Source: an optimization exercise on an open RTL-to-GDS flow (aim: small area, a short achievable clock period and few clock cycles per item). Production flows keep margins and buffers that such runs may drop. Function was checked by simulation only, so behaviour that the tests miss may differ from the original.

job 723:
==> flow/design.v (excerpt) <==
module dmc_line_decoder (
    input  wire         clk,
    input  wire         rst,           
    input  wire         in_valid,
    output wire         in_ready,
    input  wire [639:0] in_line,       
    output reg          out_valid,
    output reg  [511:0] out_data,      
    output reg  [127:0] out_check,     
    output reg  [1:0]   out_class,     
    output reg  [4:0]   out_dev        
);
Size in the first run: about 10000 cells after synthesis, ~1300 I/O pins.
==> flow/config.mk <==
export PLATFORM = sky130hd
export DESIGN_NAME = dmc_line_decoder
export DESIGN_NICKNAME = dmc_line_decoder
export VERILOG_FILES = /design/flow/design.v
export SDC_FILE = /design/flow/constraint.sdc
export NUM_CORES = 4
export LEC_CHECK = 0
export CAP_MARGIN = 20
export CORE_MARGIN = 2
export CORE_UTILIZATION = 40
export SLEW_MARGIN = 20
==> flow/constraint.sdc <==
create_clock -name core_clock -period 32.0 [get_ports {clk}]
set_input_delay 6.4000 -clock core_clock [delete_from_list [all_inputs] [get_ports {clk}]]
set_output_delay 6.4000 -clock core_clock [all_outputs]
set_load 0.01 [all_outputs]
standard.sh (not shown) runs the stock make flow with config.mk's settings and CLKGATE_MAP_FILE= SYNTH_SCRIPT=/design/flow/synth_recipe.tcl, a recipe that flattens the netlist after the stock synthesis.
==> flow/flow/run.sh <==
#!/bin/bash
# Layout flow: the standard synthesis (standard.sh synth, unchanged), then the
# standard layout with the port buffers made from PORT_BUF cells and timing
# repair asked to leave setup slack of SETUP_MARGIN ns at the design's clock
# period, so that it sizes and buffers the logic for a shorter achieved
# period. After each try, flow/check.tcl counts max-slew and max-capacitance
# violations on the final layout; if there are any, global and detailed
# routing run again with larger repair margins. flow/params.sh may change
# these settings. Each step writes its output to a log of its own.
set -uo pipefail
SETUP_MARGIN=24
SLEWCAP=40
PORT_BUF=sky130_fd_sc_hd__buf_1
EXTRA=()
if [[ -f flow/params.sh ]]; then source flow/params.sh; fi
export RESULTS=$PWD/orfs/results/sky130hd/dmc_line_decoder/base
bash standard.sh synth > synth.log 2>&1 || exit 1
try=0
for sc in $SLEWCAP 60 80; do
  try=$((try + 1))
  if (( try > 1 )); then
    bash standard.sh clean_route clean_finish > clean_$try.log 2>&1
  fi
  bash standard.sh "BUFFER_PORTS_ARGS=-buffer_cell $PORT_BUF" \
      SETUP_SLACK_MARGIN=$SETUP_MARGIN SLEW_MARGIN=$sc CAP_MARGIN=$sc \
      "${EXTRA[@]}" finish > layout_$try.log 2>&1 || continue
  openroad -no_init -exit flow/check.tcl > check_$try.log 2>&1
  if grep -q "^CHECK slew 0 cap 0 " check_$try.log; then break; fi
done
==> flow/flow/check.tcl <==
# Counts max-slew and max-capacitance violations and prints the worst setup
# slack of ORFS's final layout, with its own extracted parasitics.
read_db $::env(RESULTS)/6_final.odb
read_liberty $::env(FLOW_HOME)/platforms/sky130hd/lib/sky130_fd_sc_hd__tt_025C_1v80.lib
read_sdc $::env(RESULTS)/6_final.sdc
read_spef $::env(RESULTS)/6_final.spef
set_propagated_clock [all_clocks]
puts "CHECK slew [sta::max_slew_violation_count] cap [sta::max_capacitance_violation_count] setup_ws [worst_slack -max]"
==> flow/flow/params.sh <==
SLEWCAP=20
SETUP_MARGIN=24.15
EXTRA=(CORE_UTILIZATION=50 "CTS_BUF_LIST=sky130_fd_sc_hd__clkbuf_8" REMOVE_ABC_BUFFERS=1)
Testbench counts of job 723, summed over its fixed seeds: cycles 16,016, items 16,000.
### job 723 -> job 810
==> flow/flow/params.sh <==
EXTRA=(CORE_UTILIZATION=50 "CTS_BUF_LIST=sky130_fd_sc_hd__clkbuf_4" REMOVE_ABC_BUFFERS=1)
Results
- For job 723, the critical path launch point was out_data[494], unlike job 810, where it was out_data[344].
- Diff job 723..job 810 | buffer share of cell area | negligible
- Looking at number of buffers created by CTS across job 723 and job 810, the one that comes out higher is job 810.
- Lower routed wire length among job 723 and job 810: job 723
What job 8486 does differently from job 810 at the input level:
==> flow/flow/params.sh <==
SLEWCAP=20
EXTRA=(CORE_UTILIZATION=45 "CTS_BUF_LIST=sky130_fd_sc_hd__clkbuf_8" REMOVE_ABC_BUFFERS=1)
### Flow results
- The wire length per cell of job 8486 is higher than that of job 810.
- From job 810 to job 8486 the numbers moved as follows: sequential share of cell area moved down.
- Comparing job 810 and job 8486, the lower number of nets in the layout is on job 8486.
- sky130_fd_sc_hd__dfxtp_4 as the slowest library cell on the worst path was reported by job 810, and sky130_fd_sc_hd__xnor2_1 by job 8486.
- [job 8486] number of iterations in the first detailed-routing pass fell 3 relative to job 810
- Job 8486 vs. job 810: via total after detailed routing went down by about 2.8%, first-iteration DRC count went down about 10%, relative area of non-clock buffer cells in the final design has decreased.
The inputs of job 8537 differ from those of job 8486 as listed below.
==> flow/flow/params.sh <==
EXTRA=(CORE_UTILIZATION=50 "CTS_BUF_LIST=sky130_fd_sc_hd__clkbuf_8" REMOVE_ABC_BUFFERS=1 CTS_CLUSTER_SIZE=20)
==> comparison <==
Job 8537 completed end to end with timing, DRC and antenna clean. Job 8486 reached the end of the flow, and the finished layout is clean on the timing, design-rule and antenna checks. Job 8537 vs. job 8486: met3 track demand over resource increased by 2.6 points relative to the old numbers, total overflow reported by the global router comparable. Summary of job 8537 over job 8486: count of fill cells added during filler insertion has decreased, total met2 wirelength after detailed routing lower. Delta(maximum clock rate, job 8537 - job 8486) < 0. The well-tap cell count in job 8537 was lower than what job 8486 gave. Lower signed area change from the synthesized netlist to the final layout among job 8537 and job 8486: job 8537. Job 8537: share of layout cells above drive strength 1 is 2.0 points lower than what job 8486 reported. ~same fraction of the cycle the final worst path needs in job 8537 and job 8486.

[static timing again, ports no longer ideal]
The flow's constraints put no driver on any port. The routed layouts listed below were extracted and timed again, unchanged, in two steps. Step 1 assumes that a clkbuf_16 drives the clock port and a buf_2 every other input. Step 2 moves the port delays by t, midway between the first and last clock arrival at a register: inputs arrive t later, outputs are due t later. That takes back most of the time a late clock gives input paths. Three values: ideal ports, drivers, drivers and shift; two values: the first two.
run	shift t [ns]	setup WS [ns]	hold slack, ns	worst setup path after step 2	cell pins on the clock port's net
job 723	1.100	23.976 / 23.879 / 22.970	0.360 / 0.360 / 0.360	input to register	1
job 810	1.458	23.558 / 23.461 / 22.492	0.307 / 0.307 / 0.307	input to register	1
job 8486	1.119	23.839 / 23.922 / 22.802	0.365 / 0.365 / 0.365	input to register	1
job 8537	1.095	23.793 / 23.825 / 22.731	0.390 / 0.390 / 0.390	input to register	1
After both steps every run listed still meets setup and hold. For job 810, which loses most, drivers alone change the setup slack by -0.097 ns; drivers and shift together by -1.066 ns.
